Background: an optimization exercise with open tools, aiming at small area, a short achievable clock period and few clock cycles per item. Do not read the settings as production practice. Where RTL was checked, it was by simulation tests only, not by an equivalence proof against the original. Power is estimated from default activity; no workload was simulated.

==> flow/design.v (excerpt) <==
module stripe_engine (
  input  wire        clk,
  input  wire        rst,
  input  wire        cmd_valid,
  output wire        cmd_ready,
  input  wire [1:0]  cmd_op,        
  input  wire [4:0]  cmd_dcount,    
  input  wire [21:0] cmd_miss,      
  input  wire        cmd_miss_p,    
  input  wire        cmd_miss_q,    
  input  wire        in_valid,
  output wire        in_ready,
  input  wire [63:0] in_data,
  output wire        res_valid,
  input  wire        res_ready,
  output reg  [2:0]  res_status,
  output reg  [4:0]  res_pos,
  output reg  [63:0] res_p,
  output reg  [63:0] res_q,
  output reg  [63:0] res_dx,
  output reg  [63:0] res_dy
);
export LEC_CHECK = 0
export CAP_MARGIN = 20
export CORE_MARGIN = 2
export CORE_UTILIZATION = 65
export PLACE_DENSITY = 0.75
export SLEW_MARGIN = 20
create_clock -name core_clock -period 15.0 [get_ports {clk}]
standard.sh (not shown) runs the stock make flow with config.mk's settings and CLKGATE_MAP_FILE= SYNTH_SCRIPT=/design/flow/synth_recipe.tcl, a recipe that flattens the netlist after the stock synthesis.
==> flow/flow/run.sh <==
#!/bin/bash
# Standard ORFS layout with a tighter repair target and small port buffers.
set -euo pipefail
bash standard.sh SETUP_SLACK_MARGIN=10.6 \
  "BUFFER_PORTS_ARGS=-buffer_cell sky130_fd_sc_hd__buf_1" finish > orfs_make.log 2>&1
Rerun with:
--- a/flow/design.v
+++ b/flow/design.v
@@ -129,20 +129,21 @@
   reg [4:0]  xr, yr;            
   reg [1:0]  nd;                
   reg [63:0] pacc, racc;        
   assign cmd_ready = cmd_ready_r;
   assign in_ready  = in_ready_r;
   wire cmd_take  = cmd_valid & cmd_ready_r;
   wire beat_d    = in_valid & rdy_d;
   wire beat_p    = in_valid & rdy_p;
   wire beat_q    = in_valid & rdy_q;
   wire missing   = rec_r & miss_r[bcnt];
+  wire first     = (bcnt == 5'd0);
   wire last_d    = (bcnt == n_r - 5'd1);
   wire [4:0] bnext = bcnt + 5'd1;
   reg [63:0] racc_x;
   integer l;
   always @(*) begin
     for (l = 0; l < 8; l = l + 1)
       racc_x[8*l +: 8] = gf_xinv(racc[8*l +: 8]);
   end
   reg        pass;              
   reg        ldone;             
@@ -258,21 +259,21 @@
       end
       if (pass && ldone && !sact) begin
         pass <= 1'b0;
         rv   <= 1'b1;
       end
       if (rv && res_ready)
         rv <= 1'b0;
     end
   end
   always @(posedge clk) begin
-    if (cmd_ready_r) begin
+    if (cmd_take) begin
       rec_r  <= (cmd_op == 2'd1);
       chk_r  <= (cmd_op == 2'd2);
       n_r    <= cmd_dcount;
       miss_r <= cmd_miss;
       mp_r   <= cmd_miss_p;
       mq_r   <= cmd_miss_q;
       bcnt   <= 5'd0;
       nd     <= 2'd0;
     end
     if (beat_d) begin
@@ -352,29 +353,24 @@
         if (!spnz && !sqnz)      res_status <= ST_OK;
         else if (!spnz)          res_status <= ST_QBAD;
         else if (!sqnz)          res_status <= ST_PBAD;
         else if (!bad && xfound) begin
           res_status <= ST_DBAD;
           res_pos    <= xpos;
         end else                 res_status <= ST_LOST;
       end
     end
   end
-  wire [63:0] gd = in_data & {64{beat_d & ~missing}};
   always @(posedge clk) begin
-    if (cmd_ready_r) begin
-      pacc <= 64'd0;
-      racc <= 64'd0;
-    end else begin
-      pacc <= pacc ^ gd;
-      racc <= racc ^ ({64{beat_d}} & (racc_x ^ racc)) ^ gd;
-    end
+    pacc <= ((beat_d & first) ? 64'd0 : pacc) ^ ((beat_d & ~missing) ? in_data : 64'd0);
+    if (beat_d)
+      racc <= (first ? 64'd0 : racc_x) ^ (missing ? 64'd0 : in_data);
   end
   always @(posedge clk) begin
     s_u <= sp ^ mq ^ mr;
     s_x <= x1;
   end
   always @(posedge clk) begin
     if (rdy_p) begin
       res_p  <= in_data;
       res_dx <= pacc;
       res_dy <= racc;
Power came out higher by 10%.
Global-route usage came out higher by 0.30 points.
Final cell count came out lower by 2.0%.
Design area came out higher by 0.69%.
Sequential power came out higher by 12%.
Wire length came out higher by 1.9%.
Combinational power came out higher by 26%.
Via count barely changes.
Area after synthesis came out higher by 0.71%.
Core utilization came out higher by 0.35 points.
Register-to-register slack is worse by 0.04 ns.
Sequential share of layout area came out higher by 1.6 points.
Testbench counts after the change, summed over its fixed seeds: cycles 37,082, items 1,920.
Function not checked in the first run of this note: the RTL went through the layout flow alone.

==> separate check: timing with driven ports <==
How much do the figures lean on ideal ports? The routed layouts below were timed once more, with nothing changed but the port constraints.
Step 1 (the two cells are an assumption about what drives the block):
set clk [get_ports {clk}]
set_driving_cell -lib_cell sky130_fd_sc_hd__clkbuf_16 $clk
set_driving_cell -lib_cell sky130_fd_sc_hd__buf_2 [delete_from_list [all_inputs] $clk]
Step 2 adds t to the input delays and takes it off the output delays; t is the mean of the earliest and latest rising clock arrival at the registers after step 1. Input paths then give back, and output paths get back, about the clock's delay inside the block.
Slacks: ideal ports / drivers / drivers and shift; pairs: ideal ports / drivers.
run | shift t [ns] | setup slack, ns | worst setup path after step 2 | clock arrival spread, ns
the first run | 0.670 | 10.596 / 10.537 / 10.026 | input to register | 0.036 / 0.036
the second run | 0.660 | 10.605 / 10.547 / 10.193 | input to register | 0.077 / 0.076
After both steps every run listed still meets setup and hold. The setup slack of the first run, which loses most, moves by -0.059 ns with the drivers and by -0.570 ns with both steps.
